Source: an optimization exercise on an open RTL-to-GDS flow (aim: small area, a short achievable clock period and few clock cycles per item). Production flows keep margins and buffers that such runs may drop. At most, simulation tests tie the RTL to the original design; equivalence was not proved. For runs 1 and 2, only the layout was checked, not whether the RTL still works. No activity file was given, so power comes from the tool's default toggle rates.

==> flow/design.v (outline; a module is shown in full before it is edited, if it fits) <==
// module zlc_tilechk: 96 lines
// module tc_header_a: 123 lines
// module tc_header_b: 14 lines
// module tc_xmin: 29 lines
// module tc_nm1: 267 lines
// module tc_crc_step: 1622 lines
module zlc_tilechk (
    input  wire         clk,
    input  wire         rst,          
    input  wire [15:0]  cfg_lenm1,    
    input  wire         in_valid,
    output wire         in_ready,
    input  wire [255:0] in_data,      
    input  wire         in_first,
    input  wire         in_last,
    output wire         res_valid,
    output wire [2:0]   res_check,    
    output wire [31:0]  res_crc       
);
  // ...
==> flow/flow/run.sh <==
#!/bin/bash
# Standard layout, with the ports buffered by sky130_fd_sc_hd__buf_2
# instead of the buffer that buffer_ports picks by default, and ORFS's timing
# repair aiming at a setup slack of SETUP_SLACK_MARGIN ns at the design's period.
set -e
export BUFFER_PORTS_ARGS="-buffer_cell sky130_fd_sc_hd__buf_2"
export SETUP_SLACK_MARGIN=36.0
bash standard.sh > standard.log 2>&1
==> flow/standard.sh <==
#!/bin/bash
# synth_recipe.tcl (not shown) runs the flow's synth.tcl, then flattens the netlist and writes it again
# the make line also repeats each setting of config.mk as NAME=value (left out here)
make -C /OpenROAD-flow-scripts/flow DESIGN_CONFIG=/design/flow/config.mk WORK_HOME=/design/flow/orfs CLKGATE_MAP_FILE= SYNTH_SCRIPT=/design/flow/synth_recipe.tcl "${@:-finish}"
==> flow/config.mk <==
export PLATFORM = sky130hd
export DESIGN_NAME = zlc_tilechk
export DESIGN_NICKNAME = zlc_tilechk
export VERILOG_FILES = /design/flow/design.v
export SDC_FILE = /design/flow/constraint.sdc
export NUM_CORES = 4
export LEC_CHECK = 0
export ABC_CLOCK_PERIOD_IN_PS = 30000
export CAP_MARGIN = 20
export CORE_MARGIN = 2
export CORE_UTILIZATION = 40
export SLEW_MARGIN = 20
==> flow/constraint.sdc <==
create_clock -name core_clock -period 50.0 [get_ports {clk}]
set_input_delay 10.0000 -clock core_clock [delete_from_list [all_inputs] [get_ports {clk}]]
set_output_delay 10.0000 -clock core_clock [all_outputs]
set_load 0.01 [all_outputs]
==> impl.org, run 1 <==
** Worst setup path
- Arrival time of data at the critical path endpoint :: between 10,000 and 15,000 ps
- Reg2reg setup slack :: between 40,000 and 50,000 ps
- Reg-to-Reg End :: y_q[1]

** Place
- Area of placed instances :: 0.0295 mm2

** Job
- Across the run, the number of max-cap violations was 0.

** Cells and area
- Fraction of final layout cells with drive strength greater than 1 :: roughly 15%
- ClkCell Share :: ~2%
- Non-clock buffering overhead in the final layout :: under 10%
- Number of clock buffers in the layout :: 20
- The library cell used most frequently in the layout, excluding fill and tap cells, is sky130_fd_sc_hd__xnor2_1.
- Sequential cell count :: 138
- Across the whole layout, multi-input logic makes up 74.1% of the cell area.
- Largest class :: multi-input combinational cells
- Across the whole layout, storage elements account for between 0.003 and 0.004 mm2.
- Final cell count without fillers :: about 4,200
- Multi-input gate area in the final layout :: approximately 0.022 mm2
- Cells fill between 40% and 50% of the core in the end.

** Power
- Of all power groups, the one with the highest power is combinational cells.
- Internal power comes to between 1 and 1.5 mW.
- VDD sags by at most ~0.066 mV.

** Yosys
- After synthesis the cells add up to around 0.027 mm2.
- Netlist cell types :: 77
- Simple-gate share of the synthesized area :: under 10%
- Fraction of registers with async set/reset :: 0%
- After synthesis, flip-flops and latches occupy 13.1% of the total area.
- Synth top area share :: 41.7%
- Number of enable flip-flop cells after synthesis :: 77
- Most frequent cell after synthesis :: sky130_fd_sc_hd__xnor2_1
- Fraction of the mapped netlist area in compound gates :: slightly below 6%

** Route
- Summed over all nets, wire length on met3 after detailed routing comes to 19,000 um.
- DRC violation total after the first TritonRoute iteration :: approximately 3,700
- Metal-1 WL :: approximately 67,000 um

** GRT
- The via count of the first global-routing pass was between 20,000 and 25,000.
- GR Layer Usage met2 :: 63.9%
- Gr usage total :: around 46%

** Clock tree
- In this run the number of H-tree levels came out at 4.
- Buffers inserted to repair hold after CTS numbered 0.
- For this design, the sink count on the clock tree is 138.

** Timing
- Final max-slew violation count :: 0
- On the final layout, the worst hold slack is 579 ps.
- Maximum clock rate :: 72.3 MHz
- Slew Limit Headroom :: approximately 17%

** Floorplanning
- After floorplanning, the core was sized to cover roughly 0.067 mm2.

** Status
- Status :: no timing/DRC/antenna violations
==> run 2: changes to the inputs <==
--- a/flow/config.mk
+++ b/flow/config.mk
@@ -8,5 +8,5 @@
 export ABC_CLOCK_PERIOD_IN_PS = 30000
 export CAP_MARGIN = 20
 export CORE_MARGIN = 2
-export CORE_UTILIZATION = 40
+export CORE_UTILIZATION = 60
 export SLEW_MARGIN = 20
==> impl.org, run 2 <==
** Worst setup path
- Maximum fanout along the worst path :: 4
- Critical path's largest stage delay :: approximately 870 ps
- The worst path arrival time came to 14,140 ps (-100 ps).
- For the worst setup path, the data required time is roughly 50,000 ps.
- Element type at the critical path end :: register
- In this design, the critical path's most frequently occurring cell is sky130_fd_sc_hd__xnor2_1.
- Traced cell by cell, the critical path runs through buf_2 -> xnor2_1 -> xnor2_1 -> xnor2_1 -> xnor2_1 -> xnor2_1 -> xnor2_1 -> xnor2_1 -> xnor2_1 -> xnor2_1.
- STA classifies the critical path startpoint as a primary input.
- The largest individual stage delay along the critical path comes from the cell sky130_fd_sc_hd__xnor2_1.
- Crit path kind :: in2reg

** Yosys
- Among all flip-flop cells after synthesis, the most frequent one is sky130_fd_sc_hd__edfxtp_1.
- The area fraction of the dominant cell type after synthesis came to 41.7% (unchanged).
- Fraction of registers with async set/reset :: 0% (unchanged)
- During synthesis, Yosys emitted a total of 3 warnings.
- Post-synthesis sequential area ratio :: 13.1% (unchanged)
- Dominant cells by area after synthesis :: sky130_fd_sc_hd__xnor2_1 42%, sky130_fd_sc_hd__xor2_1 12%, sky130_fd_sc_hd__edfxtp_1 8.6%, sky130_fd_sc_hd__fa_1 6.1%, sky130_fd_sc_hd__dfxtp_1 4.5%
- The number of enable flip-flop cells after synthesis is 77 (unchanged).
- The combined area of all synthesized cells is 0.0270 mm2 (unchanged).
- Most used standard cells in the synthesized netlist :: 1,285 x sky130_fd_sc_hd__xnor2_1, 359 x sky130_fd_sc_hd__xor2_1, 164 x sky130_fd_sc_hd__inv_1, 142 x sky130_fd_sc_hd__nand2_1, 105 x sky130_fd_sc_hd__clkbuf_1
- The synthesized design contains between 100 and 150 register bits.
- A synthesized cell averages ~8.9 um2.
- Summed over all instances, the cell type with the most area after synthesis is sky130_fd_sc_hd__xnor2_1.
- In the synthesized netlist, the number of instances is approximately 3,000.
- In the post-synthesis netlist, the cell with the most instances is sky130_fd_sc_hd__xnor2_1.
- The count of different cell masters after synthesis is 77 (unchanged).

** Job
- The total of max-cap violations is 0 (unchanged).

** Floorplanning
- Starting utilization of the core area :: about three fifths
- Row generation in the floorplan step produced 77 rows.
- Io pins :: 314
- Core area :: 0.0443 mm2 (-34%)
- From left edge to right edge, the die measures 216 um.
- Die Y :: ~220 um
- Die Area :: ~0.047 mm2

** Timing
- Subtracting the final worst setup slack from the clock period gives 13,980 ps.
- Ratio of final minimum period to clock period :: ~28%
- Between clock sinks in the finished design, the worst skew comes to around 10 ps.
- Number of endpoints with negative hold slack in the final report :: 0
- The worst slew margin relative to its limit came to 10.6% (-6.3 points).
- # setup viols final :: 0
- Final max-slew violation count :: 0 (unchanged)
- Transition time of the tightest slew-check pin :: approximately 1300 ps
- Setup repair after global routing could not meet its margin everywhere.
- Sum of negative setup slack :: 0 ps
- The highest clock frequency the design can meet was 71.6 MHz (-1.1%).

** Power
- Static Leak :: ~11 nW
- Worst VDD drop :: 0.0870 mV (+31%)
- Power density relative to cell area :: roughly 86 mW/mm2

** Clock tree
- After clock tree synthesis, the clock-pin slew on the worst setup and hold paths is around 70 ps.
- The total number of H-tree levels is 4 (unchanged).
- Clock net sink count :: 138 (unchanged)
- Clock latency on the worst-skew pair, taken at its later pin, is about 440 ps.
- Hold buffer count at cts :: 0 (unchanged)
- CTS tree :: done
- The cell sitting at the root of the clock tree is a sky130_fd_sc_hd__clkbuf_16.
- Clock buffer depth :: 2
- Clock buffer count from CTS :: 17

** Cells and area
- The largest registers in the layout are field_q x32, y_q x32.
- Relative to the synthesized area, the layout overhead comes to 9.83%.
- Most used cells in the layout excluding fill and tap cells :: 1,283 x sky130_fd_sc_hd__xnor2_1, 358 x sky130_fd_sc_hd__xor2_1, 307 x sky130_fd_sc_hd__buf_2
- Commonest non-fill, non-tap cell in the layout :: sky130_fd_sc_hd__xnor2_1
- The share of cells above drive strength 1 was 14.4% (-0.58 points).
- The final design utilization was 66.8% (+22 points).
- Final-stage net count :: between 3,000 and 4,000

** Route
- The detail route stage leaves a number of antenna-violating nets equal to 0.
- Post-detailed-route via-to-cell ratio :: 6.61
- The first detailed-routing pass took 7 iterations.
- The count of routing violations after the opening detailed-route iteration was 5,030 (+36%).
- In the final routed layout, each cell accounts on average for between 30 and 40 um.
- Via count :: 25,600
- Wires add up to ~140,000 um.
- For this run, design rule violations remaining after detail routing come to 0.

** GRT
- Largest net degree at the start of global routing :: 75
- Gr usage total :: 58.2% (+13 points)
- The number of antenna violations at the first check in global routing came to 5.
- First-pass GRT wire length :: 186,000 um
- The via count of the first global-routing pass came to 23,900 (+5.8%).
- Global routing finished with a remaining overflow of 0.

** Status
- The run finished with no timing, DRC or antenna violations.

** Place
- Routability-driven placement congestion ratio :: 1.26
- Hpwl dp :: ~120,000 um
- Buffers placed on the I/O ports in this run total approximately 310.

** Min path
- In this run the worst hold path is classified as reg2reg.
## run 2: cell count changes in the layout (fill, tap and decap cells not counted), moves of 2 or more
cell,previous run,this run
sky130_fd_sc_hd__xnor2_1,1279,1283
sky130_fd_sc_hd__inv_4,6,2
sky130_fd_sc_hd__clkinv_2,2,0
sky130_fd_sc_hd__inv_6,4,6
sky130_fd_sc_hd__xnor2_2,33,29
sky130_fd_sc_hd__diode_2,2,5
sky130_fd_sc_hd__clkinvlp_4,1,6
sky130_fd_sc_hd__buf_4,50,35
sky130_fd_sc_hd__clkbuf_16,19,17
## run 2: cell type report
| type | count | area (um2) |
|---|---|---|
| clock inverter | 15 | 130 |
| timing repair buffer | 345 | 1820 |
| clock buffer | 17 | 425 |
| inverter | 170 | 654 |
| sequential | 138 | 3530 |
| fill | 3650 | 14700 |
| antenna | 5 | 12.5 |
| tap | 592 | 741 |
| multi-input combinational | 2583 | 22300 |
## run 2: stage by stage
stage,cell area (um2),cells,power [mW],setup slack (ps),hold slack (ps)
after floorplan,27000,3021,1.70,35970,512
final,29600,3865,2.56,36020,579
after global placement,28900,3820,2.27,35680,547
after detailed placement,28900,3820,2.30,35530,562
after global routing,29600,3860,2.58,35910,618
after CTS,29500,3852,2.42,36020,577
## run 2: routing by layer
layer,track usage (%),vias up,part of all wire [%]
li1,-,10000,-
met1,70.0,11900,34
met2,77.3,2840,37
met3,31.6,767,19
met4,42.7,10,10
met5,2.50,-,0.15
## run 2: critical path: cells and delay by family
family | cells | cell delay [ps]
xor gates and xnor gates | 9 | 3970
buffers and inverters | 1 | 150
## run 2: cells by family after synthesis
kind of cell / share of synthesized area, %
xor+xnor: 58.1
simple gates: 8.69
buf+inv: 4.39
compound gates: 5.88
fa+ha+maj: 9.58
flops: 13.1
mux: 0.237
other cells: 0.0139
## run 2: path summary, 6_finish.rpt
path              cells past startpoint  slack [ps]          to    startpoint
setup / recovery                     10       36020     y_q[18]  in_data[214]
hold / removal                        1         580  hfail_q[0]       first_q
setup reg to reg                     12       44330      y_q[5]         hdr_q
hold reg to reg                       1         580  hfail_q[0]       first_q
## run 2: power breakdown
part	switching (mW)	internal (mW)	total, mW
registers	0.0581	0.227	0.285
logic	1.27	0.886	2.15
clock network	0.0573	0.0652	0.123
total	1.38	1.18	2.56
## run 2: timing repair
action / CTS / global route
pin swaps: 0 / 1
gates resized for setup: 1 / 15
buffers inserted: 0 / 8
endpoints found under the setup margin: 3 / 12
==> module zlc_tilechk, before the edit <==
module zlc_tilechk (
    input  wire         clk,
    input  wire         rst,          
    input  wire [15:0]  cfg_lenm1,    
    input  wire         in_valid,
    output wire         in_ready,
    input  wire [255:0] in_data,      
    input  wire         in_first,
    input  wire         in_last,
    output wire         res_valid,
    output wire [2:0]   res_check,    
    output wire [31:0]  res_crc       
);
    assign in_ready = 1'b1;
    reg         v_q;                  
    reg         last_q, first_q;
    reg         hdr_q;                
    reg         hold_q;               
    reg  [31:0] y_q;                  
    reg  [31:0] field_q;              
    reg         poison_q;             
    reg         ok_a_q, bounds_q, big_q, nnz0_q;
    reg  [13:0] nm1_q, lo_q, hi_q, nnzm1_q;
    reg  [6:0]  pum1_q;
    reg  [2:0]  hfail_q;              
    reg  [7:0]  rem_q;                
    wire        hdr_now = v_q ? last_q : hold_q;
    wire        take    = in_valid && !rst;
    localparam [31:0] P_FIX = 32'h7D16_3C71;
    wire        after_hdr = hdr_q && !hdr_now;
    wire [31:0] s_in = hdr_now ? 32'hFFFF_FFFF :
                       hdr_q   ? (field_q ^ (poison_q ? P_FIX : 32'd0)) : y_q;
    wire [31:0] u_in = after_hdr ? y_q : 32'd0;
    wire [31:0] y_n;
    tc_crc_step u_crc (
        .s (s_in),
        .d (in_data),
        .u (u_in),
        .y (y_n)
    );
    wire        ok_a, bounds_ok, big, nnz0;
    wire [13:0] nm1, lo, hi, nnzm1;
    tc_header_a u_hdr_a (
        .hdr (in_data), .lenm1 (cfg_lenm1),
        .ok_a (ok_a), .bounds_ok (bounds_ok), .nm1 (nm1), .big (big),
        .lo (lo), .hi (hi), .nnzm1 (nnzm1), .nnz0 (nnz0)
    );
    always @(posedge clk) begin
        v_q      <= take;
        last_q   <= in_last;
        first_q  <= in_first;
        ok_a_q   <= ok_a;
        bounds_q <= bounds_ok;
        big_q    <= big;
        nm1_q    <= nm1;
        lo_q     <= lo;
        hi_q     <= hi;
        nnzm1_q  <= nnzm1;
        nnz0_q   <= nnz0;
        pum1_q   <= in_data[22:16];
        hold_q   <= rst || hdr_now;
        if (take) begin
            y_q   <= y_n;
            hdr_q <= hdr_now;
            if (hdr_now) begin
                field_q  <= in_data[255:224];
                poison_q <= in_data[10];
            end
        end
    end
    wire hvalid;
    tc_header_b u_hdr_b (
        .ok_a (ok_a_q), .nm1 (nm1_q), .big (big_q), .lo (lo_q), .hi (hi_q),
        .nnzm1 (nnzm1_q), .nnz0 (nnz0_q), .valid (hvalid)
    );
    wire [2:0] hcode = !first_q  ? 3'd1 :
                       !hvalid   ? 3'd2 :
                       !bounds_q ? 3'd3 :
                       poison_q  ? 3'd4 : 3'd0;
    always @(posedge clk) begin
        if (v_q) begin
            if (hdr_q) begin
                hfail_q <= hcode;
                rem_q   <= {1'b0, pum1_q} + 8'd1;
            end else if (rem_q != 8'hFF) begin
                rem_q   <= rem_q - 8'd1;
            end
        end
    end
    assign res_valid = v_q && last_q;
    assign res_check = hdr_q               ? ((hcode != 3'd0) ? hcode : 3'd5) :
                       (hfail_q != 3'd0)   ? hfail_q :
                       (rem_q != 8'd1)     ? 3'd5 :
                       (y_q != ~field_q)   ? 3'd6 : 3'd0;
    assign res_crc   = ~y_q;
endmodule
==> module tc_header_a, before the edit <==
module tc_header_a (
    input  wire [255:0] hdr,        
    input  wire [15:0]  lenm1,      
    output wire         ok_a,       
    output wire         bounds_ok,  
    output wire [13:0]  nm1,        
    output wire         big,        
    output wire [13:0]  lo,         
    output wire [13:0]  hi,
    output wire [13:0]  nnzm1,      
    output wire         nnz0        
);
    wire [31:0] w0 = hdr[31:0];
    wire [31:0] w1 = hdr[63:32];
    wire [31:0] w2 = hdr[95:64];
    wire [31:0] w4 = hdr[159:128];
    wire [31:0] w6 = hdr[223:192];
    wire [3:0]  fmt      = w0[3:0];
    wire [1:0]  bs       = w0[5:4];
    wire [1:0]  rnd      = w0[7:6];
    wire        c_bit    = w0[8];
    wire        d_bit    = w0[9];
    wire [3:0]  hver     = w0[15:12];
    wire [6:0]  pum1     = w0[22:16];
    wire [12:0] rowsm1   = w1[12:0];
    wire [12:0] colsm1   = w1[28:16];
    wire [13:0] nnz      = w2[13:0];
    wire [19:0] src_id   = w4[19:0];
    wire [3:0]  src_kind = w4[23:20];
    wire wide16  = (fmt[2:1] == 2'd0);                     
    wire narrow4 = fmt[2] & fmt[0];                        
    wire c1 = (hver == 4'd1);
    wire c2 = (rnd != 2'd3) && !(wide16 && (bs != 2'd0 || rnd != 2'd0)) && !fmt[3];
    wire c3 = !(c_bit && d_bit);
    wire c4 = (src_kind <= 4'd2) &&
              !(src_kind == 4'd1 && src_id[19:6] != 14'd0) &&
              !(src_kind == 4'd2 && src_id != 20'd0);
    wire c5 = (w0[31:23] == 9'd0) && (w1[15:13] == 3'd0) && (w1[31:29] == 3'd0) &&
              (w2[31:14] == 18'd0) && (w4[31:24] == 8'd0) && (w6 == 32'd0);
    wire [7:0] r_div, c_div;            
    genvar k;
    generate
        for (k = 0; k < 8; k = k + 1) begin : g_div
            if (k == 0) begin : g0
                assign r_div[k] = 1'b1;
                assign c_div[k] = 1'b1;
            end else begin : gk
                assign r_div[k] = &rowsm1[k-1:0];
                assign c_div[k] = &colsm1[k-1:0];
            end
        end
    endgenerate
    wire [7:0] n_div;                   
    generate
        for (k = 0; k < 8; k = k + 1) begin : g_ndiv
            if (k < 4) begin : glo
                assign n_div[k] = 1'b1;
            end else begin : ghi
                wire [k:0] t;
                genvar i;
                for (i = 0; i <= k; i = i + 1) begin : g_t
                    assign t[i] = r_div[i] & c_div[k-i];
                end
                assign n_div[k] = |t;
            end
        end
    endgenerate
    wire c6 = wide16 || n_div[4 + bs];
    wire        r_small = (rowsm1[12:7] == 6'd0);
    wire        c_small = (colsm1[12:7] == 6'd0);
    tc_nm1 u_nm1 (.r (rowsm1), .c (colsm1), .nm1 (nm1));
    wire [13:0] lead;
    generate
        for (k = 0; k < 14; k = k + 1) begin : g_lead
            assign lead[k] = ({1'b0, rowsm1} >= (14'd1 << k) - 14'd1) &&
                             ({1'b0, colsm1} >= (14'd1 << (13 - k)) - 14'd1);
        end
    endgenerate
    assign big = (|lead) | (!r_small && !c_small);
    wire [6:0] xmin;
    wire       exact_x;
    tc_xmin u_xmin (.pum1 (pum1), .j ({1'b0, bs} + (narrow4 ? 3'd3 : 3'd4)), .xmin (xmin), .exact (exact_x));
    reg [6:0] xmax;
    always @(*) begin
        case ({narrow4, bs})
            3'b000: xmax = 7'd119;    
            3'b001: xmax = 7'd123;    
            3'b010: xmax = 7'd125;    
            3'b011: xmax = 7'd126;    
            3'b100: xmax = 7'd112;    
            3'b101: xmax = 7'd119;    
            3'b110: xmax = 7'd123;    
            default: xmax = 7'd125;   
        endcase
    end
    reg [13:0] lo_r, hi_r;
    reg        exact;
    always @(*) begin
        if (wide16) begin                                  
            lo_r  = {3'd0, pum1, 4'd0};
            hi_r  = c_bit ? 14'd2047 : {3'd0, pum1, 4'hF};
            exact = 1'b1;
        end else if (pum1 == 7'd0) begin                   
            lo_r  = 14'd0;
            hi_r  = narrow4 ? {1'b0, xmax, 6'h3F} : {2'd0, xmax, 5'h1F};
            exact = 1'b0;
        end else if (!narrow4) begin                       
            lo_r  = {2'd0, xmin, 5'd0};
            hi_r  = {2'd0, c_bit ? xmax : xmin, 5'h1F};
            exact = exact_x;
        end else begin                                     
            lo_r  = {1'b0, xmin, 6'd0};
            hi_r  = {1'b0, c_bit ? xmax : xmin, 6'h3F};
            exact = exact_x;
        end
    end
    assign lo = lo_r;
    assign hi = hi_r;
    assign ok_a  = c1 & c2 & c3 & c4 & c5 & c6 & (c_bit | exact);
    assign nnzm1 = nnz - 14'd1;
    assign nnz0  = (nnz == 14'd0);
    assign bounds_ok = ({4'd0, pum1, 5'h1F} <= lenm1);
endmodule
==> module tc_header_b, before the edit <==
module tc_header_b (
    input  wire         ok_a,
    input  wire [13:0]  nm1,
    input  wire         big,
    input  wire [13:0]  lo,
    input  wire [13:0]  hi,
    input  wire [13:0]  nnzm1,
    input  wire         nnz0,
    output wire         valid
);
    wire c79 = (nm1 >= lo) && (nm1 <= hi);
    wire c8  = nnz0 || (nm1 >= nnzm1);
    assign valid = ok_a & !big & c79 & c8;
endmodule
==> run 3: changes to the inputs <==
--- a/flow/design.v
+++ b/flow/design.v
@@ -20,16 +20,17 @@
     reg  [31:0] field_q;              
     reg         poison_q;             
     reg         ok_a_q, bounds_q, big_q, nnz0_q;
-    reg  [13:0] nm1_q, lo_q, hi_q, nnzm1_q;
+    reg  [13:0] nm1_q, nnzm1_q;
+    reg  [6:0]  lx_q, hx_q;
+    reg  [1:0]  kv_q;
     reg  [6:0]  pum1_q;
     reg  [2:0]  hfail_q;              
     reg  [7:0]  rem_q;                
     wire        hdr_now = v_q ? last_q : hold_q;
     wire        take    = in_valid && !rst;
-    localparam [31:0] P_FIX = 32'h7D16_3C71;
     wire        after_hdr = hdr_q && !hdr_now;
     wire [31:0] s_in = hdr_now ? 32'hFFFF_FFFF :
-                       hdr_q   ? (field_q ^ (poison_q ? P_FIX : 32'd0)) : y_q;
+                       hdr_q   ? field_q : y_q;
     wire [31:0] u_in = after_hdr ? y_q : 32'd0;
     wire [31:0] y_n;
     tc_crc_step u_crc (
@@ -39,22 +40,26 @@
         .y (y_n)
     );
     wire        ok_a, bounds_ok, big, nnz0;
-    wire [13:0] nm1, lo, hi, nnzm1;
+    wire [13:0] nm1, nnzm1;
+    wire [6:0]  lx, hx;
+    wire [1:0]  kv;
     tc_header_a u_hdr_a (
         .hdr (in_data), .lenm1 (cfg_lenm1),
         .ok_a (ok_a), .bounds_ok (bounds_ok), .nm1 (nm1), .big (big),
-        .lo (lo), .hi (hi), .nnzm1 (nnzm1), .nnz0 (nnz0)
+        .kv (kv), .lx (lx), .hx (hx), .nnzm1 (nnzm1), .nnz0 (nnz0)
     );
     always @(posedge clk) begin
         v_q      <= take;
         last_q   <= in_last;
         first_q  <= in_first;
+        poison_q <= in_data[10];
         ok_a_q   <= ok_a;
         bounds_q <= bounds_ok;
         big_q    <= big;
         nm1_q    <= nm1;
-        lo_q     <= lo;
-        hi_q     <= hi;
+        kv_q     <= kv;
+        lx_q     <= lx;
+        hx_q     <= hx;
         nnzm1_q  <= nnzm1;
         nnz0_q   <= nnz0;
         pum1_q   <= in_data[22:16];
@@ -62,15 +67,13 @@
         if (take) begin
             y_q   <= y_n;
             hdr_q <= hdr_now;
-            if (hdr_now) begin
-                field_q  <= in_data[255:224];
-                poison_q <= in_data[10];
-            end
+            if (hdr_now)
+                field_q <= in_data[255:224];
         end
     end
     wire hvalid;
     tc_header_b u_hdr_b (
-        .ok_a (ok_a_q), .nm1 (nm1_q), .big (big_q), .lo (lo_q), .hi (hi_q),
+        .ok_a (ok_a_q), .nm1 (nm1_q), .big (big_q), .kv (kv_q), .lx (lx_q), .hx (hx_q),
         .nnzm1 (nnzm1_q), .nnz0 (nnz0_q), .valid (hvalid)
     );
     wire [2:0] hcode = !first_q  ? 3'd1 :
@@ -101,8 +104,9 @@
     output wire         bounds_ok,  
     output wire [13:0]  nm1,        
     output wire         big,        
-    output wire [13:0]  lo,         
-    output wire [13:0]  hi,
+    output wire [1:0]   kv,         
+    output wire [6:0]   lx,         
+    output wire [6:0]   hx,         
     output wire [13:0]  nnzm1,      
     output wire         nnz0        
 );
@@ -189,29 +193,26 @@
             default: xmax = 7'd125;   
         endcase
     end
-    reg [13:0] lo_r, hi_r;
-    reg        exact;
+    reg [6:0] lx_r, hx_r;
+    reg       exact;
     always @(*) begin
         if (wide16) begin                                  
-            lo_r  = {3'd0, pum1, 4'd0};
-            hi_r  = c_bit ? 14'd2047 : {3'd0, pum1, 4'hF};
+            lx_r  = pum1;
+            hx_r  = c_bit ? 7'd127 : pum1;
             exact = 1'b1;
         end else if (pum1 == 7'd0) begin                   
-            lo_r  = 14'd0;
-            hi_r  = narrow4 ? {1'b0, xmax, 6'h3F} : {2'd0, xmax, 5'h1F};
+            lx_r  = 7'd0;
+            hx_r  = xmax;
             exact = 1'b0;
-        end else if (!narrow4) begin                       
-            lo_r  = {2'd0, xmin, 5'd0};
-            hi_r  = {2'd0, c_bit ? xmax : xmin, 5'h1F};
-            exact = exact_x;
         end else begin                                     
-            lo_r  = {1'b0, xmin, 6'd0};
-            hi_r  = {1'b0, c_bit ? xmax : xmin, 6'h3F};
+            lx_r  = xmin;
+            hx_r  = c_bit ? xmax : xmin;
             exact = exact_x;
         end
     end
-    assign lo = lo_r;
-    assign hi = hi_r;
+    assign lx = lx_r;
+    assign hx = hx_r;
+    assign kv = wide16 ? 2'd0 : narrow4 ? 2'd2 : 2'd1;
     assign ok_a  = c1 & c2 & c3 & c4 & c5 & c6 & (c_bit | exact);
     assign nnzm1 = nnz - 14'd1;
     assign nnz0  = (nnz == 14'd0);
@@ -221,13 +222,16 @@
     input  wire         ok_a,
     input  wire [13:0]  nm1,
     input  wire         big,
-    input  wire [13:0]  lo,
-    input  wire [13:0]  hi,
+    input  wire [1:0]   kv,
+    input  wire [6:0]   lx,
+    input  wire [6:0]   hx,
     input  wire [13:0]  nnzm1,
     input  wire         nnz0,
     output wire         valid
 );
-    wire c79 = (nm1 >= lo) && (nm1 <= hi);
+    wire [9:0] x = (kv == 2'd0) ? nm1[13:4] :
+                   (kv == 2'd1) ? {1'b0, nm1[13:5]} : {2'b0, nm1[13:6]};
+    wire c79 = (x >= {3'd0, lx}) && (x <= {3'd0, hx});
     wire c8  = nnz0 || (nm1 >= nnzm1);
     assign valid = ok_a & !big & c79 & c8;
 endmodule
==> flow/flow/run.sh (replaced) <==
#!/bin/bash
# Standard layout, with the ports buffered by sky130_fd_sc_hd__buf_1
# instead of the buffer that buffer_ports picks by default, and ORFS's timing
# repair aiming at a setup slack of SETUP_SLACK_MARGIN ns at the design's period.
set -e
export BUFFER_PORTS_ARGS="-buffer_cell sky130_fd_sc_hd__buf_1"
export SETUP_SLACK_MARGIN=36.0
bash standard.sh > standard.log 2>&1
--- a/flow/config.mk
+++ b/flow/config.mk
@@ -8,5 +8,5 @@
 export ABC_CLOCK_PERIOD_IN_PS = 30000
 export CAP_MARGIN = 20
 export CORE_MARGIN = 2
-export CORE_UTILIZATION = 60
+export CORE_UTILIZATION = 40
 export SLEW_MARGIN = 20
==> impl.org, run 3 <==
** Yosys
- Synth top area share :: 41.0% (-0.74 points)
- Synthesis Warnings :: 3 (unchanged)
- The number of enable flip-flop cells after synthesis is 76 (-1.3%).
- Summed over all instances, the cell type with the most area after synthesis is sky130_fd_sc_hd__xnor2_1.
- sky130_fd_sc_hd__xnor2_1 is the most common cell in the netlist.
- The async set-reset flop share out of synthesis came to 0% (unchanged).
- Netlist cell types :: 73 (-5.2%)
- For this run, the leading register cell type out of synthesis is sky130_fd_sc_hd__edfxtp_1.
- Sorting the synthesized cells by how often they occur yields 1,269 x sky130_fd_sc_hd__xnor2_1, 342 x sky130_fd_sc_hd__xor2_1, 180 x sky130_fd_sc_hd__inv_1, 179 x sky130_fd_sc_hd__nand2_1, 101 x sky130_fd_sc_hd__clkbuf_1.
- Netlist area before placement :: 0.0271 mm2 (+0.54%)
- The average footprint of a synthesized cell is 8.93 um2 (about the same).
- The register area share after synthesis came to 12.9% (-0.26 points).
- Dominant cells by area after synthesis :: sky130_fd_sc_hd__xnor2_1 41%, sky130_fd_sc_hd__xor2_1 11%, sky130_fd_sc_hd__edfxtp_1 8.4%, sky130_fd_sc_hd__fa_1 6.1%, sky130_fd_sc_hd__dfxtp_1 4.4%
- The number of synthesized register bits came to 136 (-1.4%).
- Cell count after synthesis :: 3,034 (+0.46%)

** Route
- The detailed-routing iteration count for the pre-antenna-repair pass came to 6 (-1).
- Routed Antenna Nets :: 0 (unchanged)
- The post-detailed-route wirelength per cell is 38.2 um (+5.9%).
- The remaining design rule violation count is 0 (unchanged).
- WL final :: 161,000 um (+16%)
- The mean number of vias per cell came to 5.75 (-13%).
- Via count :: 24,300 (-5.0%)
- DRC violation total after the first TritonRoute iteration :: 3,954 (-21%)

** Place
- Port Buf Inserts :: 312 (unchanged)
- Routability-driven placement congestion ratio :: 1.07 (-15%)
- The cell total after placement came to 4,179 (+9.4%).
- The area of placed instances is 0.0295 mm2 (+2.0%).
- Hpwl dp :: 141,000 um (+21%)

** GRT
- The pin count of the biggest net entering global routing came to 53 (-29%).
- First-pass GRT wire length :: 208,000 um (+12%)
- The number of antenna violations at the first check in global routing was 8 (+3).
- Gr usage total :: 45.2% (-13 points)
- Total grt overflow :: 0 (unchanged)
- Number of global-route vias before repair :: 22,600 (-5.7%)

** Timing
- Ratio of final minimum period to clock period :: 28.4% (+0.48 points)
- Setup repair after global routing could not meet its margin everywhere.
- # setup viols final :: 0 (unchanged)
- Sum of negative setup slack :: 0 ps (unchanged)
- The number of hold violations in the final report was 0 (unchanged).
- The minimum period implied by the final worst setup slack was 14,210 ps (+238 ps).
- Transition time of the tightest slew-check pin :: 1300 ps (-32.2 ps)
- The worst slew margin relative to its limit came to 12.8% (+2.2 points).
- Final max-slew violation count :: 0 (unchanged)
- The largest clock skew in the final design came to 12.5 ps (+2.45 ps).
- Maximum clock rate :: 70.4 MHz (-1.7%)

** Worst setup path
- Crit path kind :: in2reg
- Worst path required time :: 50,230 ps (+70 ps)
- Arrival time of data at the critical path endpoint :: 14,440 ps (+300 ps)
- The worst setup path is launched from a primary input.
- Maximum fanout along the worst path :: 5 (+1)
- STA classifies the critical path endpoint as a register.

** Cells and area
- Fraction of final layout cells with drive strength greater than 1 :: 7.94% (-6.4 points)
- Layout Cell Area excl Fill :: 0.0303 mm2 (+2.2%)
- Commonest non-fill, non-tap cell in the layout :: sky130_fd_sc_hd__xnor2_1
- The net total in the final layout came to 3,763 (+2.1%).
- The largest registers in the layout are field_q x32, y_q x32.
- In the layout the commonest cells are 1,266 x sky130_fd_sc_hd__xnor2_1, 339 x sky130_fd_sc_hd__xor2_1, 305 x sky130_fd_sc_hd__buf_1.
- Layout overhead on the synthesized area :: 11.6%
- The number of non-filler instances in the completed layout is 4,224 (+9.3%).

** Floorplanning
- The standard-cell row count is 95 (+23%).
- The area enclosed by the die boundary was 0.0699 mm2 (+50%).
- Horizontal die dimension :: 264 um (+22%)
- The number of I/O pins is 314 (unchanged).
- Starting utilization of the core area :: 40.4% (-20 points)
- The die height was 264 um (+22%).
- The standard cell core area was 0.0672 mm2 (+52%).

** Power
- The reported net switching power was 1.46 mW (+5.3%).
- Power density relative to cell area :: 87.3 mW/mm2 (+1.0%)
- Combinational share of power :: 84.7% (+0.6 points)
- Net switching fraction of the power :: 55.1% (+1.1 points)
- The share of total power in the clock network came to 4.6% (-0.2 points).
- Static Leak :: 10.6 nW (-2.7%)
- Internal power of the cells :: 1.19 mW (+0.75%)
- Worst VDD drop :: 0.0537 mV (-38%)
- The relative contribution of sequential cells to total power is 10.7% (-0.4 points).
- Final Power :: 2.64 mW (+3.2%)

** Min path
- Worst hold-check path type :: reg2reg

** Clock tree
- The clock sink total is 136 (-1.4%).
- The total number of H-tree levels is 4 (unchanged).
- The number of buffers on the longest clock path came to 2 (unchanged).
- Clock buffer count from CTS :: 17 (unchanged)
- Worst-path clk slew :: 70 ps (about the same)
- TritonCTS built the clock tree.
- The insertion delay of the later-clocked pin in the worst-skew pair was 450 ps (about the same).
- CTS root buffer :: sky130_fd_sc_hd__clkbuf_16

** Job
- Max-cap viol count :: 0 (unchanged)

** Status
- The run finished with no timing, DRC or antenna violations.
-- run 3: final cells by class --
class / count / area, um2
Tap cell: 873 / 1090
Clock inverter: 13 / 121
Multi-Input combinational cell: 2587 / 22500
Fill cell: 6889 / 36900
Antenna cell: 2 / 5.00
Timing Repair Buffer: 408 / 1960
Sequential cell: 136 / 3490
Clock buffer: 19 / 433
Inverter: 186 / 708
-- run 3: through the flow --
stage               setup slack, ps  hold WS [ps]  utilization (%)
floorplan                     36010           478                -
finish                        35790           543             45.0
global placement              35230           520             43.9
detailed placement            35180           523             43.9
CTS                           35990           538             44.8
global route                  35980           573             45.0
-- run 3: logic make-up (layout without fill, tap and decap cells) --
group,after synthesis,after routing,share of synthesized area [%]
other,1,4,0.0138
buffers and inverters,312,626,4.69
and+or+nand+nor,473,473,8.60
adders and majority gates,150,150,9.19
DFF,136,136,12.9
xor gates and xnor gates,1708,1708,58.4
muxes,9,9,0.378
AOI/OAI and AO/OA,245,245,5.91
-- run 3: layer usage --
metal / track usage, % / vias to the layer above / routed length [um]
met1: 63.0 / 11900 / 67500
met4: 23.8 / 6 / 10100
met2: 63.4 / 1832 / 64400
met3: 11.9 / 378 / 19400
met5: 0 / - / 44
li1: - / 10200 / -
-- run 3: power by group through the flow --
stage / logic, mW / clock network (mW) / registers, mW
after floorplan: 1.47 / 0 / 0.244
after global placement: 2.19 / 0 / 0.279
after detailed placement: 2.18 / 0 / 0.277
after CTS: 2.18 / 0.123 / 0.276
after global routing: 2.28 / 0.128 / 0.280
final: 2.24 / 0.122 / 0.282
-- run 3: worst paths after layout --
check,slack (ps),start,endpoint,depth (start not counted)
setup / recovery,35790,in_data[192],y_q[19],11
hold / removal,540,first_q,hfail_q[0],1
setup reg to reg,44410,hdr_q,y_q[17],12
hold reg to reg,540,first_q,hfail_q[0],1
-- run 3: critical path, stage by stage --
cell                      delay (ps)
sky130_fd_sc_hd__buf_1           330
sky130_fd_sc_hd__xor2_1          280
sky130_fd_sc_hd__xnor2_1        1010
sky130_fd_sc_hd__xnor2_1         320
sky130_fd_sc_hd__xnor2_1         570
sky130_fd_sc_hd__xnor2_1         170
sky130_fd_sc_hd__xnor2_1         640
sky130_fd_sc_hd__xnor2_1         300
sky130_fd_sc_hd__xnor2_1         350
sky130_fd_sc_hd__xnor2_1         120
sky130_fd_sc_hd__xnor2_1         330
-- run 3: repair_timing --
item                       in CTS  in global routing
setup endpoints to repair       8                  7
gates resized for setup         8                 22
hold buffers                    0                  0
setup buffers                   0                 10
Testbench counts of run 3, summed over its fixed seeds: cycles 66,901, entries 66,893.
==> run 4: changes to the inputs <==
==> flow/flow/run.sh (replaced) <==
#!/bin/bash
# Standard layout, with the ports buffered by sky130_fd_sc_hd__buf_2
# instead of the buffer that buffer_ports picks by default, and ORFS's timing
# repair aiming at a setup slack of SETUP_SLACK_MARGIN ns at the design's period.
set -e
export BUFFER_PORTS_ARGS="-buffer_cell sky130_fd_sc_hd__buf_2"
export SETUP_SLACK_MARGIN=36.3
bash standard.sh > standard.log 2>&1
==> impl.org, run 4 <==
** Status
- Status :: no timing/DRC/antenna violations

** Cells and area
- The final instance area came to 0.0306 mm2 (+1.0%).
- The combined area of the multi-input logic cells was 0.0227 mm2 (+0.91%).
- Commonest non-fill, non-tap cell in the layout :: sky130_fd_sc_hd__xnor2_1
- Layout overhead on the synthesized area :: 12.7%
- In the layout the commonest cells are 1,259 x sky130_fd_sc_hd__xnor2_1, 337 x sky130_fd_sc_hd__xor2_1, 295 x sky130_fd_sc_hd__buf_2.
- In the final layout, the registers with the most flip-flops are field_q x32, y_q x32.
- The number of fillers in the final layout is 6,764 (-1.8%).
- The share of cells above drive strength 1 came to 17.0% (+9.1 points).
- Final cell count without fillers :: 4,171 (-1.3%)
- The register cell area after layout was 0.00349 mm2 (about the same).
- The net total in the final layout was 3,710 (-1.4%).

** Power
- The power per cell area was 88.6 mW/mm2 (+1.5%).
- Worst VDD drop :: 0.0577 mV (+7.3%)
- Static Leak :: 11.3 nW (+6.5%)

** Clock tree
- CTS tree :: done
- The number of buffers on the longest clock path was 2 (unchanged).
- The hold-fix buffer count after cts came to 0 (unchanged).
- CTS root buffer :: sky130_fd_sc_hd__clkbuf_16
- The total number of H-tree levels is 4 (unchanged).
- Worst-path clk slew :: 60 ps (about the same)
- The insertion delay of the later-clocked pin in the worst-skew pair is 440 ps (about the same).
- The TritonCTS buffer count came to 17 (unchanged).
- The clock sink total is 136 (unchanged).

** Worst setup path
- The worst path arrival time was 14,030 ps (-410 ps).
- Critical path's largest stage delay :: 770 ps (-240 ps)
- Number of cells on the worst reg-to-reg path :: 12 (unchanged)
- Traced cell by cell, the critical path runs through buf_2 -> xor2_1 -> xor2_1 -> xor2_1 -> xnor2_1 -> xnor2_1 -> xnor2_1 -> xnor2_1 -> xnor2_1 -> xnor2_1 -> xnor2_1.
- Worst path required time :: 50,190 ps (-40 ps)
- The worst setup path is of the in2reg kind.
- Reg-to-Reg End :: y_q[7]
- Most frequent cell on the critical path :: sky130_fd_sc_hd__xnor2_1
- The worst reg-to-reg setup slack is 44,250 ps (-160 ps).
- The slowest stage of the critical path is the sky130_fd_sc_hd__xor2_1 cell.
- Maximum fanout along the worst path :: 4 (-1)
- Source of the worst register-to-register timing path :: v_q
- Launching element type of the critical path :: primary input
- The worst setup path is captured at a register.

** Timing
- The worst slew margin relative to its limit was 15.2% (+2.4 points).
- The setup TNS after final layout came to 0 ps (unchanged).
- The actual transition at the worst max-transition pin came to 1260 ps (-35.6 ps).
- Number of endpoints with negative hold slack in the final report :: 0 (unchanged)
- The highest clock frequency the design can meet came to 72.3 MHz (+2.7%).
- The minimum period implied by the final worst setup slack was 13,840 ps (-374 ps).
- The final hold slack was 524 ps (-19.4 ps).
- The number of max-slew violations in the final report came to 0 (unchanged).
- Clock Skew :: 10.5 ps (-2.02 ps)
- The total of endpoints with negative setup slack in the final report was 0 (unchanged).
- The post-route clock period utilization was 27.7% (-0.75 points).
- RSZ-0062 raised after global routing :: true

** GRT
- Antenna violations before repair :: 2 (-6)
- Number of global-route vias before repair :: 22,300 (-1.1%)
- The total global routing overflow is 0 (unchanged).
- Gr usage total :: 44.9% (-0.32 points)
- First-pass GRT wire length :: 207,000 um (-0.55%)
- Largest net degree at the start of global routing :: 66 (+25%)

** Yosys
- The number of enable flip-flop cells after synthesis came to 76 (unchanged).
- Fraction of registers with async set/reset :: 0% (unchanged)
- Avg Synthesized Cell Area :: 8.93 um2 (unchanged)
- Cell count after synthesis :: 3,034 (unchanged)
- For this run, the leading register cell type out of synthesis is sky130_fd_sc_hd__edfxtp_1.
- The count of different cell masters after synthesis is 73 (unchanged).
- Summed over all instances, the cell type with the most area after synthesis is sky130_fd_sc_hd__xnor2_1.
- Netlist area before placement :: 0.0271 mm2 (unchanged)
- Post-synthesis sequential area ratio :: 12.9% (unchanged)
- Counting instances in the post-synthesis netlist gives the leading cell types as 1,269 x sky130_fd_sc_hd__xnor2_1, 342 x sky130_fd_sc_hd__xor2_1, 180 x sky130_fd_sc_hd__inv_1, 179 x sky130_fd_sc_hd__nand2_1, 101 x sky130_fd_sc_hd__clkbuf_1.
- Yosys reg bits :: 136 (unchanged)
- Synth top area share :: 41.0% (unchanged)
- Most frequent cell after synthesis :: sky130_fd_sc_hd__xnor2_1
- The yosys synthesis warning count is 3 (unchanged).
- Yosys attributes the largest share of cell area to sky130_fd_sc_hd__xnor2_1 41%, sky130_fd_sc_hd__xor2_1 11%, sky130_fd_sc_hd__edfxtp_1 8.4%, sky130_fd_sc_hd__fa_1 6.1%, sky130_fd_sc_hd__dfxtp_1 4.4%.

** Route
- Routed length per placed instance :: 38.4 um (+0.49%)
- The detailed-routing iteration count for the pre-antenna-repair pass was 8 (+2).
- The number of antenna-violating nets in the routed design is 0 (unchanged).
- DRC violations left :: 0 (unchanged)
- The total via count after detailed routing was 23,900 (-1.5%).
- The aggregate routed wire length is 160,000 um (-0.77%).
- DRC violation total after the first TritonRoute iteration :: 3,817 (-3.5%)
- Post-detailed-route via-to-cell ratio :: 5.73 (-0.24%)

** Place
- The final HPWL from detailed placement came to 139,000 um (-1.1%).
- Routability-driven placement congestion ratio :: 1.09 (+1.0%)
- Port Buf Inserts :: 312 (unchanged)
- Count of placed standard cells including taps :: 4,119 (-1.4%)
- The area of placed instances was 0.0295 mm2 (+0.10%).

** Floorplanning
- The standard cell core area is 0.0672 mm2 (unchanged).
- The die height is 264 um (unchanged).
- The area enclosed by the die boundary came to 0.0699 mm2 (unchanged).
- The standard-cell row count was 95 (unchanged).
- The x dimension of the die is 264 um (unchanged).
- The number of I/O pins was 314 (unchanged).
- The initial standard-cell utilization of the core came to 40.4% (unchanged).

** Min path
- The path class of the tightest hold or removal check is reg2reg.
- Hold Startpoint :: first_q
- For hold timing, the worst endpoint is hfail_q[0].
- The number of stages on the worst hold path came to 1 (unchanged).

** Job
- The total of max-cap violations was 0 (unchanged).
==> run 4: cell type report <==
type,instances,share of cell area (%)
repair buffers,355,6.60
inverters,186,2.37
well taps,873,3.57
clock buffers,18,1.44
diodes,2,0.0164
multi-input cells,2587,74.1
flip-flops and latches,136,11.4
clock inverters,14,0.442
==> run 4: power by group <==
part	internal, mW	switching [mW]
Combinational	0.910	1.39
Clock	0.0710	0.0558
Sequential	0.225	0.0582
==> run 4: worst max path at each step <==
stage	from	endpoint	slack, ps	cells past startpoint
2_1_floorplan	in_data[37]	nm1_q[13]	36020	20
3_3_place_gp	in_data[34]	nm1_q[13]	35560	19
3_5_place_dp	in_data[34]	nm1_q[13]	35510	16
4_1_cts	in_data[52]	nm1_q[13]	36270	17
5_1_grt	in_data[52]	nm1_q[13]	36150	16
6_report	in_data[229]	y_q[25]	36160	11
==> run 4: kinds of logic after synthesis <==
logic type | synth area share (%)
compound gates | 5.91
xor+xnor | 58.4
fa+ha+maj | 9.19
buf+inv | 4.69
flops | 12.9
mux | 0.378
other cells | 0.0138
simple gates | 8.60
==> run 4: per-stage QoR <==
stage               utilization, %  total power, mW  setup WS [ps]
floorplan                        -             1.72          36020
global placement              44.0             2.51          35560
detailed placement            44.0             2.51          35510
CTS                           45.0             2.64          36270
global route                  45.5             2.75          36150
finish                        45.5             2.71          36160
==> run 4: worst max-delay path, delay by kind of cell <==
family | cells | cell delay, ps
xor+xnor | 10 | 3760
buf+inv | 1 | 260
==> run 4: what timing repair did <==
action | CTS | global route
pin swaps | 1 | 17
hold endpoints to repair | 0 | 0
setup endpoints to repair | 6 | 17
gates resized for setup | 32 | 46
buffers inserted | 3 | 15
==> run 4: routing by layer <==
| metal | part of all wire, % | vias up | wire length [um] | track usage (%) |
|---|---|---|---|---|
| met3 | 13 | 335 | 20300 | 13.2 |
| met1 | 42 | 11700 | 66900 | 62.4 |
| li1 | - | 10100 | - | - |
| met2 | 40 | 1775 | 63600 | 62.6 |
| met5 | 0 | - | 0 | 0 |
| met4 | 5.8 | 0 | 9370 | 22.2 |
==> run 5: changes to the inputs <==
--- a/flow/flow/run.sh
+++ b/flow/flow/run.sh
@@ -4,5 +4,5 @@
 # repair aiming at a setup slack of SETUP_SLACK_MARGIN ns at the design's period.
 set -e
 export BUFFER_PORTS_ARGS="-buffer_cell sky130_fd_sc_hd__buf_2"
-export SETUP_SLACK_MARGIN=36.3
+export SETUP_SLACK_MARGIN=36.0
 bash standard.sh > standard.log 2>&1
--- a/flow/config.mk
+++ b/flow/config.mk
@@ -8,5 +8,5 @@
 export ABC_CLOCK_PERIOD_IN_PS = 30000
 export CAP_MARGIN = 20
 export CORE_MARGIN = 2
-export CORE_UTILIZATION = 40
+export CORE_UTILIZATION = 50
 export SLEW_MARGIN = 20
==> impl.org, run 5 <==
** Timing
- The highest clock frequency the design can meet was 71.3 MHz (-1.3%).
- The final hold slack was 540 ps (+16.1 ps).
- The worst slew margin relative to its limit was 13.1% (-2.0 points).
- The minimum period implied by the final worst setup slack is 14,020 ps (+177 ps).
- Sum of negative setup slack :: 0 ps (unchanged)
- The number of hold violations in the final report is 0 (unchanged).
- The largest clock skew in the final design came to 19.7 ps (+9.16 ps).
- Transition time of the tightest slew-check pin :: 1300 ps (+35.1 ps)
- # setup viols final :: 0 (unchanged)
- The post-route clock period utilization was 28.0% (+0.35 points).
- The number of max-slew violations in the final report came to 0 (unchanged).
- Setup repair after global routing could not meet its margin everywhere.

** Place
- The area of placed instances was 0.0292 mm2 (-1.3%).
- Hpwl dp :: 129,000 um (-7.0%)
- The final estimated routing congestion in global placement is 1.23 (+14%).
- Count of placed standard cells including taps :: 3,932 (-4.5%)
- The number of buffers added on ports came to 312 (unchanged).

** Route
- The number of antenna-violating nets in the routed design is 0 (unchanged).
- The post-detailed-route wirelength per cell came to 38.1 um (-0.88%).
- Count of TritonRoute iterations in the first routing pass :: 7 (-1)
- The count of routing violations after the opening detailed-route iteration is 4,397 (+15%).
- The remaining design rule violation count was 0 (unchanged).
- Via count :: 24,900 (+4.4%)
- The aggregate routed wire length is 151,000 um (-5.5%).
- The mean number of vias per cell is 6.27 (+9.5%).

** Worst setup path
- Slowest stage cell on the critical path :: sky130_fd_sc_hd__xnor2_1
- In this run the critical register-to-register path is launched from hdr_q.
- The critical-path maximum fanout came to 4 (unchanged).
- Count of buffer and inverter cells on the critical path :: 1 (unchanged)
- Levels on crit path :: 12 (+1)
- Counting stages on the worst path, the most repeated cell is sky130_fd_sc_hd__xnor2_1.
- Worst path required time :: 50,200 ps (about the same)
- Arrival time of data at the critical path endpoint :: 14,220 ps (+190 ps)
- The setup path with the least slack is of type in2reg.
- The kind of cell with the highest combined delay along the critical path is XOR/XNOR gates.
- Number of cells on the worst reg-to-reg path :: 13 (+1)
- The largest stage delay on the critical path came to 810 ps (+40 ps).
- Reg-to-Reg End :: y_q[6]
- Element type at the critical path end :: register
- The worst reg-to-reg setup slack was 44,810 ps (+560 ps).
- Setup crit end :: y_q[12]
- The signal on the critical path passes through buf_2 -> xnor2_1 -> xor2_1 -> xnor2_1 -> xor2_1 -> xnor2_1 -> xnor2_1 -> xnor2_1 -> xnor2_1 -> xnor2_1 -> xnor2_1 -> xnor2_1.
- The critical path starts at in_data[89].
- Launching element type of the critical path :: primary input

** Clock tree
- The TritonCTS buffer count is 17 (unchanged).
- TritonCTS built the clock tree.
- Clock latency of the later-clocked register in the worst-skew pair :: 460 ps (+20 ps)
- Worst-path clk slew :: 70 ps (about the same)
- The number of buffers on the longest clock path is 2 (unchanged).
- The total number of H-tree levels came to 4 (unchanged).
- CTS root buffer :: sky130_fd_sc_hd__clkbuf_16
- Hold buffer count at cts :: 0 (unchanged)
- The clock sink total was 136 (unchanged).

** Yosys
- Most frequent cell after synthesis :: sky130_fd_sc_hd__xnor2_1
- The yosys synthesis warning count is 3 (unchanged).
- After synthesis, the cell types taking the most area are sky130_fd_sc_hd__xnor2_1 41%, sky130_fd_sc_hd__xor2_1 11%, sky130_fd_sc_hd__edfxtp_1 8.4%, sky130_fd_sc_hd__fa_1 6.1%, sky130_fd_sc_hd__dfxtp_1 4.4%.
- Most instantiated flip-flop cell in the synthesis netlist :: sky130_fd_sc_hd__edfxtp_1
- Synth top area share :: 41.0% (unchanged)
- Post-synthesis sequential area ratio :: 12.9% (unchanged)
- Avg Synthesized Cell Area :: 8.93 um2 (unchanged)
- The async set-reset flop share out of synthesis came to 0% (unchanged).
- Most used standard cells in the synthesized netlist :: 1,269 x sky130_fd_sc_hd__xnor2_1, 342 x sky130_fd_sc_hd__xor2_1, 180 x sky130_fd_sc_hd__inv_1, 179 x sky130_fd_sc_hd__nand2_1, 101 x sky130_fd_sc_hd__clkbuf_1
- Cell count after synthesis :: 3,034 (unchanged)
- Netlist cell types :: 73 (unchanged)
- Number of enable flip-flop cells after synthesis :: 76 (unchanged)
- Yosys reg bits :: 136 (unchanged)
- Netlist area before placement :: 0.0271 mm2 (unchanged)
- Of all cell types, the one taking the most synthesized area is sky130_fd_sc_hd__xnor2_1.

** Power
- Worst VDD drop :: 0.0579 mV (+0.46%)
- The power per cell area was 87.2 mW/mm2 (-1.6%).
- Static Leak :: 11.1 nW (-1.3%)

** Floorplanning
- Placement Rows :: 85 (-11%)
- The number of I/O pins is 314 (unchanged).
- Die Area :: 0.0561 mm2 (-20%)
- Starting utilization of the core area :: 50.5% (+10 points)
- The die height is 237 um (-10%).
- The x dimension of the die came to 237 um (-10%).
- Core area :: 0.0537 mm2 (-20%)

** Cells and area
- Commonest non-fill, non-tap cell in the layout :: sky130_fd_sc_hd__xnor2_1
- The number of fillers in the final layout is 4,952 (-27%).
- Layout Cell Area excl Fill :: 0.0299 mm2 (-2.0%)
- Compared with the post-synthesis result, the final layout area differs by 10.5%.
- The net total in the final layout came to 3,690 (-0.54%).
- The final design utilization is 55.8% (+10 points).
- The share of cells above drive strength 1 was 15.3% (-1.8 points).
- The library cells used most frequently in the layout, excluding fill and tap cells, are 1,262 x sky130_fd_sc_hd__xnor2_1, 342 x sky130_fd_sc_hd__xor2_1, 300 x sky130_fd_sc_hd__buf_2.
- Final cell count without fillers :: 3,976 (-4.7%)
- In the final layout, the registers with the most flip-flops are field_q x32, y_q x32.

** GRT
- Gr usage total :: 52.8% (+7.9 points)
- The total global routing overflow came to 0 (unchanged).
- Antenna violations before repair :: 7 (+5)
- The wire length of the first global-routing pass is 199,000 um (-4.0%).
- Largest net degree at the start of global routing :: 66 (unchanged)
- Number of global-route vias before repair :: 24,000 (+7.4%)

** Status
- Status :: no timing/DRC/antenna violations

** Min path
- Worst hold-check path type :: reg2reg

** Job
- Max-cap viol count :: 0 (unchanged)
==> run 5: cell counts after synthesis <==
Identical to the previous run, type by type.
==> run 5: logic make-up after synthesis <==
family	Yosys count	share of synthesized area, %
AO/OA/AOI/OAI	245	5.91
flip-flops	136	12.9
multiplexers	9	0.378
adder cells (fa/ha/maj)	150	9.19
AND/OR/NAND/NOR	473	8.60
buffers and inverters	312	4.69
other	1	0.0138
XOR/XNOR	1708	58.4
==> run 5: layer usage <==
layer	routed length [um]	part of all wire, %	GRT usage (%)	vias up
li1	-	-	-	10000
met5	45	0.030	0	-
met4	13400	8.8	36.3	6
met1	54100	36	65.9	11900
met3	25500	17	23.9	588
met2	58300	39	72.2	2396
==> run 5: report_power, final <==
part | switching [mW] | internal (mW)
logic | 1.30 | 0.897
registers | 0.0563 | 0.225
clock network | 0.0607 | 0.0740
total | 1.41 | 1.20
==> run 5: final cells by class <==
cell class                      instances  area, um2  share of cell area [%]
Sequential cell                       136       3490                    11.6
Inverter                              186        712                    2.38
Clock inverter                         12        101                   0.338
Multi-Input combinational cell       2587      22500                    75.0
Tap cell                              696        871                    2.91
Antenna cell                            4       10.0                  0.0334
Timing Repair Buffer                  335       1820                    6.06
Clock buffer                           20        500                    1.67
==> run 5: worst min path at each step <==
stage | end | slack [ps] | from | cells past startpoint
after floorplan | hfail_q[0] | 480 | first_q | 1
after global placement | hfail_q[0] | 500 | first_q | 1
after detailed placement | hfail_q[0] | 520 | first_q | 1
after CTS | hfail_q[0] | 540 | first_q | 1
after global routing | hfail_q[0] | 570 | first_q | 1
final | hfail_q[0] | 540 | first_q | 1
==> run 5: per-stage QoR <==
step	power (mW)	setup WS, ps
floorplan	1.71	36010
global placement	2.35	35670
detailed placement	2.37	35570
CTS	2.50	36010
global route	2.63	35990
finish	2.61	35980
==> run 5: timing repair <==
action | in CTS | in global routing
setup buffers | 0 | 7
hold endpoints to repair | 0 | 0
pin swaps | 0 | 2
resized for setup | 5 | 28
endpoints found under the setup margin | 4 | 5
==> run 6: changes to the inputs <==
--- a/flow/config.mk
+++ b/flow/config.mk
@@ -8,5 +8,5 @@
 export ABC_CLOCK_PERIOD_IN_PS = 30000
 export CAP_MARGIN = 20
 export CORE_MARGIN = 2
-export CORE_UTILIZATION = 50
+export CORE_UTILIZATION = 40
 export SLEW_MARGIN = 20
==> impl.org, run 6 <==
** Status
- Status :: no timing/DRC/antenna violations

** Min path
- Worst hold-check path type :: reg2reg
- Hold Startpoint :: first_q

** Floorplanning
- Die Area :: 0.0699 mm2 (+25%)
- Die Y :: 264 um (+12%)
- The standard-cell row count is 95 (+12%).
- Starting utilization of the core area :: 40.4% (-10 points)
- The x dimension of the die came to 264 um (+12%).
- Core area :: 0.0672 mm2 (+25%)
- Io pins :: 314 (unchanged)

** Power
- The fraction of power spent switching nets is 55.2% (+1.1 points).
- The relative contribution of sequential cells to total power is 10.5% (-0.3 points).
- Worst VDD drop :: 0.0490 mV (-15%)
- The leakage power was 11.1 nW (about the same).
- The power share of the combinational group is 84.7% (+0.6 points).
- Psw :: 1.47 mW (+4.2%)
- Internal power of the cells :: 1.19 mW (-0.12%)
- Power density relative to cell area :: 88.6 mW/mm2 (+1.6%)
- The share of total power in the clock network is 4.8% (-0.4 points).

** Worst setup path
- Worst path required time :: 50,170 ps (-30 ps)
- The worst register-to-register path begins at hdr_q.
- First element of the critical path :: in_data[206]
- Crit path kind :: in2reg
- The worst setup path is captured at a register.
- STA classifies the critical path startpoint as a primary input.
- Slowest stage cell on the critical path :: sky130_fd_sc_hd__xor2_1
- The critical path goes through buf_2 -> xor2_1 -> xnor2_1 -> xnor2_1 -> xnor2_1 -> xnor2_1 -> xor2_1 -> xnor2_1 -> xnor2_1 -> xnor2_1 -> xnor2_1.
- Critical path's largest stage delay :: 1010 ps (+200 ps)
- Most frequent cell on the critical path :: sky130_fd_sc_hd__xnor2_1
- Arrival time of data at the critical path endpoint :: 14,050 ps (-170 ps)
- The critical-path maximum fanout came to 4 (unchanged).

** Timing
- Final max-slew violation count :: 0 (unchanged)
- The setup TNS after final layout was 0 ps (unchanged).
- Maximum clock rate :: 72.0 MHz (+0.98%)
- Number of endpoints with negative hold slack in the final report :: 0 (unchanged)
- The total of endpoints with negative setup slack in the final report is 0 (unchanged).
- Setup repair after global routing could not meet its margin everywhere.
- The actual transition at the worst max-transition pin was 1330 ps (+31.4 ps).
- WHS :: 560 ps (+20.5 ps)
- Clock Skew :: 15.0 ps (-4.70 ps)
- Ratio of final minimum period to clock period :: 27.8% (-0.27 points)
- Slew Limit Headroom :: 10.7% (-2.4 points)
- Shortest period the worst path allows :: 13,880 ps (-136 ps)

** Route
- The total via count after detailed routing is 24,000 (-3.8%).
- The number of antenna-violating nets in the routed design was 0 (unchanged).
- The remaining design rule violation count came to 0 (unchanged).
- Routed length per placed instance :: 38.9 um (+2.1%)
- The aggregate routed wire length was 162,000 um (+6.8%).
- The detailed-routing iteration count for the pre-antenna-repair pass came to 6 (-1).
- DRC violation total after the first TritonRoute iteration :: 3,740 (-15%)
- The mean number of vias per cell was 5.77 (-8.0%).

** Place
- Count of placed standard cells including taps :: 4,123 (+4.9%)
- The number of buffers added on ports was 312 (unchanged).
- The final HPWL from detailed placement came to 141,000 um (+8.9%).
- Routability-driven placement congestion ratio :: 1.09 (-12%)
- The area of placed instances came to 0.0295 mm2 (+1.1%).

** Yosys
- The simple-gate share of the synthesized area is 8.60% (unchanged).
- The yosys synthesis warning count came to 3 (unchanged).
- The count of different cell masters after synthesis came to 73 (unchanged).
- Most instantiated flip-flop cell in the synthesis netlist :: sky130_fd_sc_hd__edfxtp_1
- Post-synthesis sequential area ratio :: 12.9% (unchanged)
- Cell type contributing the most total cell area after synthesis :: sky130_fd_sc_hd__xnor2_1
- After synthesis, the largest family of logic cells by area is XOR/XNOR gates.
- The area fraction of the dominant cell type after synthesis was 41.0% (unchanged).
- The most common cell in the synthesized netlist is sky130_fd_sc_hd__xnor2_1.
- Netlist area before placement :: 0.0271 mm2 (unchanged)
- Cell count after synthesis :: 3,034 (unchanged)
- The XOR/XNOR share of the synthesized area was 58.4% (unchanged).
- The average footprint of a synthesized cell is 8.93 um2 (unchanged).
- Fraction of the mapped netlist area in compound gates :: 5.91% (unchanged)
- The number of enable flip-flop cells after synthesis is 76 (unchanged).
- Adder-cell area share of the yosys netlist :: 9.19% (unchanged)
- The async set-reset flop share out of synthesis came to 0% (unchanged).
- In the post-synthesis netlist, the biggest area contributors are sky130_fd_sc_hd__xnor2_1 41%, sky130_fd_sc_hd__xor2_1 11%, sky130_fd_sc_hd__edfxtp_1 8.4%, sky130_fd_sc_hd__fa_1 6.1%, sky130_fd_sc_hd__dfxtp_1 4.4%.
- Most used standard cells in the synthesized netlist :: 1,269 x sky130_fd_sc_hd__xnor2_1, 342 x sky130_fd_sc_hd__xor2_1, 180 x sky130_fd_sc_hd__inv_1, 179 x sky130_fd_sc_hd__nand2_1, 101 x sky130_fd_sc_hd__clkbuf_1
- Proportion of synthesized area in mux cells :: 0.378% (unchanged)
- Yosys reg bits :: 136 (unchanged)

** Cells and area
- Layout Cell Area excl Fill :: 0.0301 mm2 (+0.61%)
- The net total in the final layout was 3,699 (+0.24%).
- The number of fillers in the final layout is 6,789 (+37%).
- Fraction of final layout cells with drive strength greater than 1 :: 15.3% (about the same)
- Layout overhead on the synthesized area :: 11.1%
- In the layout the commonest cells are 1,266 x sky130_fd_sc_hd__xnor2_1, 340 x sky130_fd_sc_hd__xor2_1, 303 x sky130_fd_sc_hd__buf_2.
- Commonest non-fill, non-tap cell in the layout :: sky130_fd_sc_hd__xnor2_1
- Final cell count without fillers :: 4,160 (+4.6%)
- Registers with the most flip-flops :: field_q x32, y_q x32

** Job
- Max-cap viol count :: 0 (unchanged)

** GRT
- The total global routing overflow was 0 (unchanged).
- The total track usage was 45.4% (-7.4 points).
- The via count of the first global-routing pass came to 22,300 (-6.9%).
- The pin count of the biggest net entering global routing is 60 (-9.1%).
- The wire length of the first global-routing pass came to 209,000 um (+5.2%).
- Antenna violations before repair :: 4 (-3)

** Clock tree
- The tree is rooted in a sky130_fd_sc_hd__clkbuf_16.
- Clock latency of the later-clocked register in the worst-skew pair :: 460 ps (about the same)
- The total number of H-tree levels is 4 (unchanged).
- The hold-fix buffer count after cts was 0 (unchanged).
- TritonCTS built the clock tree.
- Clock net sink count :: 136 (unchanged)
- Clock buffer count from CTS :: 17 (unchanged)
- Clock buffer depth :: 2 (unchanged)
- Worst-path clk slew :: 70 ps (about the same)
run 6: kinds of logic (layout without fill, tap and decap cells):
kind of cell             count (synthesis)  in the layout
flip-flops                             136            136
other                                    1              4
multiplexers                             9              9
buffers and inverters                  312            562
AO/OA/AOI/OAI                          245            245
AND/OR/NAND/NOR                        473            473
XOR/XNOR                              1708           1708
adder cells (fa/ha/maj)                150            150
run 6: final cells by class:
type	instances	area (um2)	area share, %
Clock inverter	10	63.8	0.212
Clock buffer	22	507	1.68
Multi-Input combinational cell	2587	22400	74.4
Sequential cell	136	3480	11.6
Tap cell	873	1090	3.63
Inverter	186	708	2.35
Timing Repair Buffer	344	1850	6.13
Antenna cell	2	5.00	0.0166
run 6: worst max-delay path: cells and delay by family:
kind	cells	cell delay (ps)
xor+xnor	10	3780
buf+inv	1	270
run 6: worst paths after layout:
path | slack (ps) | depth (start not counted) | endpoint
setup / recovery | 36120 | 11 | y_q[3]
hold / removal | 560 | 1 | hfail_q[0]
setup reg to reg | 44550 | 11 | y_q[29]
hold reg to reg | 560 | 1 | hfail_q[0]
run 6: timing repair:
| item | in CTS | in global routing |
|---|---|---|
| resized for setup | 1 | 17 |
| setup buffers | 0 | 2 |
| cloned | 0 | 0 |
| hold endpoints to repair | 0 | 0 |
| setup endpoints to repair | 1 | 8 |
run 6: per-stage QoR:
step	setup slack (ps)	utilization [%]	power, mW
4_1_cts	36030	44.7	2.60
6_report	36120	44.9	2.67
5_1_grt	35990	44.9	2.71
3_3_place_gp	35490	43.9	2.48
3_5_place_dp	35460	43.9	2.48
2_1_floorplan	36010	-	1.71
run 6: power by group through the flow:
stage | registers (mW) | clock network (mW) | logic (mW)
floorplan | 0.244 | 0 | 1.47
global placement | 0.277 | 0 | 2.20
detailed placement | 0.276 | 0 | 2.20
CTS | 0.275 | 0.128 | 2.20
global route | 0.278 | 0.132 | 2.30
finish | 0.280 | 0.127 | 2.26
run 6: per-layer routing:
| layer | track usage [%] | up-vias | part of all wire (%) |
|---|---|---|---|
| li1 | - | 10000 | - |
| met5 | 0 | - | 0.013 |
| met1 | 63.5 | 11800 | 42 |
| met3 | 12.6 | 346 | 12 |
| met4 | 22.0 | 4 | 5.9 |
| met2 | 63.9 | 1863 | 40 |

-- afterwards: timing with drivers on the ports --
The flow's constraints put no driver on any port. The routed layouts listed below were extracted and timed again, unchanged, in two steps. Step 1 sets driving cells, clkbuf_16 on the clock port and buf_2 on the other inputs (assumed; they add their load-dependent delay and slew). Step 2 moves the port delays by t, midway between the first and last clock arrival at a register: inputs arrive t later, outputs are due t later. That takes back most of the time a late clock gives input paths. Three values: ideal, step 1, step 2; two values: the first two.
run	t, ns	setup slack, ns	worst setup path after step 2	slew at the worst register clock pin (ns)
run 1	0.548	36.173 / 36.215 / 35.667	input to register	0.08 / 0.08
run 2	0.486	36.024 / 36.051 / 35.565	input to register	0.07 / 0.07
run 3	0.506	35.786 / 35.818 / 35.312	input to register	0.07 / 0.07
run 4	0.480	36.160 / 36.180 / 35.700	input to register	0.07 / 0.07
run 5	0.510	35.983 / 36.017 / 35.508	input to register	0.08 / 0.08
run 6	0.499	36.119 / 36.148 / 35.649	input to register	0.07 / 0.07
After both steps every run listed still meets setup and hold. The setup slack of run 1, which loses most, moves by +0.042 ns with the drivers and by -0.506 ns with both steps.
